From an optimization exercise on the open Yosys and OpenROAD flow, aimed at small area and a short achievable clock period; shortcuts taken in it are not production practice.
In this exercise RTL edits were held to simulation tests only and were not proved equivalent to the original.
The flow treats the clock pin as an ideal source. Dropping or thinning the clock tree relies on that and would not hold on a real chip.

==> v16 <==
Design line_decoder, start of the top module:
module line_decoder (
    input  wire         clk,
    input  wire         rst,
    input  wire         in_valid,
    input  wire [144:0] in_code,
    output reg          out_valid,
    output reg  [127:0] out_data,
    output reg  [16:0]  out_check,
    output reg  [1:0]   out_status
);
    reg         r_valid;
    reg [144:0] r_code;
    reg         m_valid;
    reg [144:0] m_data;
    reg [7:0]   m_s1;
    reg [7:0]   m_e;
    reg [3:0]   m_nv;
    reg         m_fc, m_fs;
  ...
Settings: LEC_CHECK=0, CAP_MARGIN=10, CORE_MARGIN=2, CORE_UTILIZATION=65, CTS_BUF_LIST=sky130_fd_sc_hd__clkbuf_8, CTS_CLUSTER_DIAMETER=60, CTS_CLUSTER_SIZE=20, SLEW_MARGIN=10, SYNTH_HIERARCHICAL=1; clock period 40.0 ns.
standard.sh (not shown) runs the stock make flow with config.mk's settings and CLKGATE_MAP_FILE= SYNTH_SCRIPT=/design/flow/synth_recipe.tcl, a recipe that flattens the netlist after the stock synthesis.
==> flow/flow/run.sh <==
#!/bin/bash
# Standard ORFS layout (the standard.sh) with two changes:
#  - port buffers use the smallest plain buffer (buf_1) instead of the default delay cell;
#  - clock tree synthesis without dummy load cells.
set -euo pipefail
bash standard.sh \
  "BUFFER_PORTS_ARGS=-buffer_cell sky130_fd_sc_hd__buf_1" \
  "CTS_ARGS=-sink_clustering_enable -repair_clock_nets -dont_use_dummy_load -sink_clustering_size 20 -sink_clustering_max_diameter 60 -buf_list sky130_fd_sc_hd__clkbuf_8" \
  finish > standard.log 2>&1
==> inputs of v38, as changes to v16 <==
--- a/flow/flow/run.sh
+++ b/flow/flow/run.sh
@@ -7,3 +7,3 @@
   "BUFFER_PORTS_ARGS=-buffer_cell sky130_fd_sc_hd__buf_1" \
-  "CTS_ARGS=-sink_clustering_enable -repair_clock_nets -dont_use_dummy_load -sink_clustering_size 20 -sink_clustering_max_diameter 60 -buf_list sky130_fd_sc_hd__clkbuf_8" \
+  "CTS_ARGS=-sink_clustering_enable -repair_clock_nets -dont_use_dummy_load -sink_clustering_size 16 -sink_clustering_max_diameter 60 -root_buf sky130_fd_sc_hd__clkbuf_16 -buf_list sky130_fd_sc_hd__clkbuf_16 -sink_clustering_buffer sky130_fd_sc_hd__clkbuf_8" \
   finish > standard.log 2>&1
--- a/flow/config.mk
+++ b/flow/config.mk
@@ -12,3 +12,3 @@
 export CTS_CLUSTER_DIAMETER = 60
-export CTS_CLUSTER_SIZE = 20
+export CTS_CLUSTER_SIZE = 16
 export SLEW_MARGIN = 10
==> run summary <==
Worst-Skew Late Latency 0.63 ns; outcome timing/DRC/antenna clean; clk tree area frac 1.89%; Tmin final 9.14 ns; GRT Total Usage 39.9%; Final Non-Filler Cells 2,682; GRT met2 Usage 62.3%; worst setup margin 30.86 ns
[end of results for v16]
==> run summary <==
outcome timing/DRC/antenna clean; Final Non-Filler Cells 2,689; Worst-Skew Late Latency 0.53 ns; 1st-iter DRT viols 2,274; GRT Total Usage 40.2%; GRT met2 Usage 62.2%; Tmin final 9.04 ns
[end of results for v38]

* * *

==> run a: inputs <==
line_decoder again, from the RTL that the note above started with.
export LEC_CHECK = 0
export CAP_MARGIN = 10
export CORE_MARGIN = 2
export CORE_UTILIZATION = 65
export CTS_BUF_LIST = sky130_fd_sc_hd__clkbuf_8
export CTS_CLUSTER_DIAMETER = 60
export CTS_CLUSTER_SIZE = 20
export SLEW_MARGIN = 10
export SYNTH_HIERARCHICAL = 1
create_clock -name core_clock -period 40.0 [get_ports {clk}]
==> flow/flow/run.sh <==
#!/bin/bash
# Standard ORFS layout (the standard.sh) with two changes:
#  - port buffers use the smallest plain buffer (buf_1) instead of the default delay cell;
#  - clock tree synthesis without dummy load cells.
set -euo pipefail
bash standard.sh \
  "BUFFER_PORTS_ARGS=-buffer_cell sky130_fd_sc_hd__buf_1" \
  "CTS_ARGS=-sink_clustering_enable -repair_clock_nets -dont_use_dummy_load -sink_clustering_size 20 -sink_clustering_max_diameter 60 -root_buf sky130_fd_sc_hd__clkbuf_16 -buf_list sky130_fd_sc_hd__clkbuf_16 -sink_clustering_buffer sky130_fd_sc_hd__clkbuf_8" \
  finish > standard.log 2>&1
==> run b (differences from run a) <==
==> flow/flow/run.sh (replaced) <==
#!/bin/bash
# Standard ORFS layout (the standard.sh) with these changes:
#  - port buffers use the smallest plain buffer (buf_1) instead of the default delay cell;
#  - clock tree: clkbuf_16 for the upper levels, clkbuf_8 leaf buffers, no dummy loads;
set -euo pipefail
ARGS=(
  "BUFFER_PORTS_ARGS=-buffer_cell sky130_fd_sc_hd__buf_1"
  "CTS_ARGS=-sink_clustering_enable -repair_clock_nets -dont_use_dummy_load -sink_clustering_size 16 -sink_clustering_max_diameter 60 -root_buf sky130_fd_sc_hd__clkbuf_16 -buf_list sky130_fd_sc_hd__clkbuf_16 -sink_clustering_buffer sky130_fd_sc_hd__clkbuf_8"
)
bash standard.sh "${ARGS[@]}" cts > standard_cts.log 2>&1
RR_ODB="$PWD/orfs/results/$FLOW_PLATFORM/line_decoder/base/4_cts.odb" \
  openroad -no_init -exit flow/remove_root.tcl > remove_root.log 2>&1
bash standard.sh "${ARGS[@]}" finish > standard.log 2>&1
==> flow/flow/remove_root.tcl (new file) <==
set odb $::env(RR_ODB)
read_db $odb
set block [ord::get_db_block]
set inst [$block findInst clkbuf_0_clk]
if {$inst == "NULL"} { puts "remove_root: no root buffer, unchanged"; exit 0 }
set a [$inst findITerm A]
set x [$inst findITerm X]
set in_net [$a getNet]
set out_net [$x getNet]
set loads {}
foreach it [$out_net getITerms] { if {[$it getId] != [$x getId]} { lappend loads $it } }
set other 0
foreach it [$in_net getITerms] { if {[$it getId] != [$a getId]} { incr other } }
if {[llength $loads] + $other > 4 || [llength [$out_net getBTerms]] > 0 || [llength [$in_net getBTerms]] != 1} {
  puts "remove_root: port would feed [expr {[llength $loads] + $other}] pins, unchanged"
  exit 0
}
foreach it $loads { $it disconnect; $it connect $in_net }
$a disconnect
$x disconnect
odb::dbInst_destroy $inst
odb::dbNet_destroy $out_net
puts "remove_root: clock port now drives [llength [$in_net getITerms]] pins"
write_db $odb
--- a/flow/config.mk
+++ b/flow/config.mk
@@ -7,9 +7,9 @@
 export LEC_CHECK = 0
 export CAP_MARGIN = 10
 export CORE_MARGIN = 2
-export CORE_UTILIZATION = 65
+export CORE_UTILIZATION = 60
 export CTS_BUF_LIST = sky130_fd_sc_hd__clkbuf_8
 export CTS_CLUSTER_DIAMETER = 60
-export CTS_CLUSTER_SIZE = 20
+export CTS_CLUSTER_SIZE = 16
 export SLEW_MARGIN = 10
 export SYNTH_HIERARCHICAL = 1
==> run c (differences from run a) <==
==> flow/flow/run.sh (replaced) <==
#!/bin/bash
# Standard ORFS layout (the standard.sh) with these changes:
#  - port buffers use the smallest plain buffer (buf_1) instead of the default delay cell;
#  - clock tree: clkbuf_16 for the upper levels, clkbuf_8 leaf buffers, no dummy loads;
set -euo pipefail
ARGS=(
  "BUFFER_PORTS_ARGS=-buffer_cell sky130_fd_sc_hd__buf_1"
  "CTS_ARGS=-sink_clustering_enable -repair_clock_nets -dont_use_dummy_load -sink_clustering_size 16 -sink_clustering_max_diameter 60 -root_buf sky130_fd_sc_hd__clkbuf_16 -buf_list sky130_fd_sc_hd__clkbuf_16 -sink_clustering_buffer sky130_fd_sc_hd__clkbuf_8"
)
bash standard.sh "${ARGS[@]}" cts > standard_cts.log 2>&1
RR_ODB="$PWD/orfs/results/$FLOW_PLATFORM/line_decoder/base/4_cts.odb" \
  openroad -no_init -exit flow/remove_root.tcl > remove_root.log 2>&1
bash standard.sh "${ARGS[@]}" finish > standard.log 2>&1
==> flow/flow/remove_root.tcl (new file) <==
set odb $::env(RR_ODB)
read_db $odb
set block [ord::get_db_block]
set inst [$block findInst clkbuf_0_clk]
if {$inst == "NULL"} { puts "remove_root: no root buffer, unchanged"; exit 0 }
set a [$inst findITerm A]
set x [$inst findITerm X]
set in_net [$a getNet]
set out_net [$x getNet]
set loads {}
foreach it [$out_net getITerms] { if {[$it getId] != [$x getId]} { lappend loads $it } }
set other 0
foreach it [$in_net getITerms] { if {[$it getId] != [$a getId]} { incr other } }
if {[llength $loads] + $other > 4 || [llength [$out_net getBTerms]] > 0 || [llength [$in_net getBTerms]] != 1} {
  puts "remove_root: port would feed [expr {[llength $loads] + $other}] pins, unchanged"
  exit 0
}
foreach it $loads { $it disconnect; $it connect $in_net }
$a disconnect
$x disconnect
odb::dbInst_destroy $inst
odb::dbNet_destroy $out_net
puts "remove_root: clock port now drives [llength [$in_net getITerms]] pins"
write_db $odb
--- a/flow/config.mk
+++ b/flow/config.mk
@@ -10,6 +10,6 @@
 export CORE_UTILIZATION = 65
 export CTS_BUF_LIST = sky130_fd_sc_hd__clkbuf_8
 export CTS_CLUSTER_DIAMETER = 60
-export CTS_CLUSTER_SIZE = 20
+export CTS_CLUSTER_SIZE = 16
 export SLEW_MARGIN = 10
 export SYNTH_HIERARCHICAL = 1
==> run d (differences from run a) <==
==> flow/flow/run.sh (replaced) <==
#!/bin/bash
# Standard ORFS layout (the standard.sh) with these changes:
#  - port buffers use the smallest plain buffer (buf_1) instead of the default delay cell;
#  - clock tree: clkbuf_16 for the upper levels, clkbuf_8 leaf buffers, no dummy loads;
set -euo pipefail
ARGS=(
  "BUFFER_PORTS_ARGS=-buffer_cell sky130_fd_sc_hd__buf_1"
  "CTS_ARGS=-sink_clustering_enable -repair_clock_nets -dont_use_dummy_load -sink_clustering_size 20 -sink_clustering_max_diameter 60 -root_buf sky130_fd_sc_hd__clkbuf_16 -buf_list sky130_fd_sc_hd__clkbuf_16 -sink_clustering_buffer sky130_fd_sc_hd__clkbuf_8"
)
bash standard.sh "${ARGS[@]}" cts > standard_cts.log 2>&1
RR_ODB="$PWD/orfs/results/$FLOW_PLATFORM/line_decoder/base/4_cts.odb" \
  openroad -no_init -exit flow/remove_root.tcl > remove_root.log 2>&1
bash standard.sh "${ARGS[@]}" finish > standard.log 2>&1
==> flow/flow/remove_root.tcl (new file) <==
set odb $::env(RR_ODB)
read_db $odb
set block [ord::get_db_block]
set inst [$block findInst clkbuf_0_clk]
if {$inst == "NULL"} { puts "remove_root: no root buffer, unchanged"; exit 0 }
set a [$inst findITerm A]
set x [$inst findITerm X]
set in_net [$a getNet]
set out_net [$x getNet]
set loads {}
foreach it [$out_net getITerms] { if {[$it getId] != [$x getId]} { lappend loads $it } }
set other 0
foreach it [$in_net getITerms] { if {[$it getId] != [$a getId]} { incr other } }
if {[llength $loads] + $other > 4 || [llength [$out_net getBTerms]] > 0 || [llength [$in_net getBTerms]] != 1} {
  puts "remove_root: port would feed [expr {[llength $loads] + $other}] pins, unchanged"
  exit 0
}
foreach it $loads { $it disconnect; $it connect $in_net }
$a disconnect
$x disconnect
odb::dbInst_destroy $inst
odb::dbNet_destroy $out_net
puts "remove_root: clock port now drives [llength [$in_net getITerms]] pins"
write_db $odb
==> comparison <==
Run c ran to the end with no violations. Run b finished clean. Run a completed without violations. Run d completed with no timing, DRC or antenna violations.
Sequential share of layout area, highest first: run d, run a, run c, run b.
Flip-flop and latch count is the same in run c and run d.
In run c the die area is smaller than in run b, by 7.5%.
In clock-buffer cell count, run c and run b do not differ.
Routed wire length: run d < run a < run c < run b.
Via count, highest first: run c, run d, run a, run b.

## static timing again, ports no longer ideal
The results above use ideal ports. As a check the final layouts listed here were re-extracted and re-timed, cells and wires unchanged. Step 1 assumes that a clkbuf_16 drives the clock port and a buf_2 every other input. Step 2, shift: input delay + t, output delay - t, t = (earliest + latest rising clock arrival at the registers) / 2. This alone moves slack from input paths to output paths. Slacks: no drivers / after step 1 / after step 2; pairs: no drivers / after step 1.
run | t (ns) | setup WS [ns] | hold slack, ns | slew at the worst register clock pin (ns)
v16 | 0.661 | 30.857 / 30.808 / 31.470 | 0.321 / 0.321 / 0.321 | 0.12 / 0.12
v38 | 0.544 | 30.962 / 30.908 / 31.452 | 0.336 / 0.336 / 0.336 | 0.11 / 0.11
run a | 0.585 | 30.928 / 30.875 / 31.460 | 0.319 / 0.319 / 0.319 | 0.12 / 0.12
run b | 0.431 | 31.118 / 31.015 / 31.447 | 0.327 / 0.327 / 0.327 | 0.10 / 0.10
run c | 0.420 | 31.129 / 31.037 / 31.457 | 0.333 / 0.333 / 0.333 | 0.10 / 0.10
run d | 0.470 | 31.057 / 30.989 / 31.459 | 0.321 / 0.321 / 0.321 | 0.12 / 0.12
After both steps every run listed still meets setup and hold.
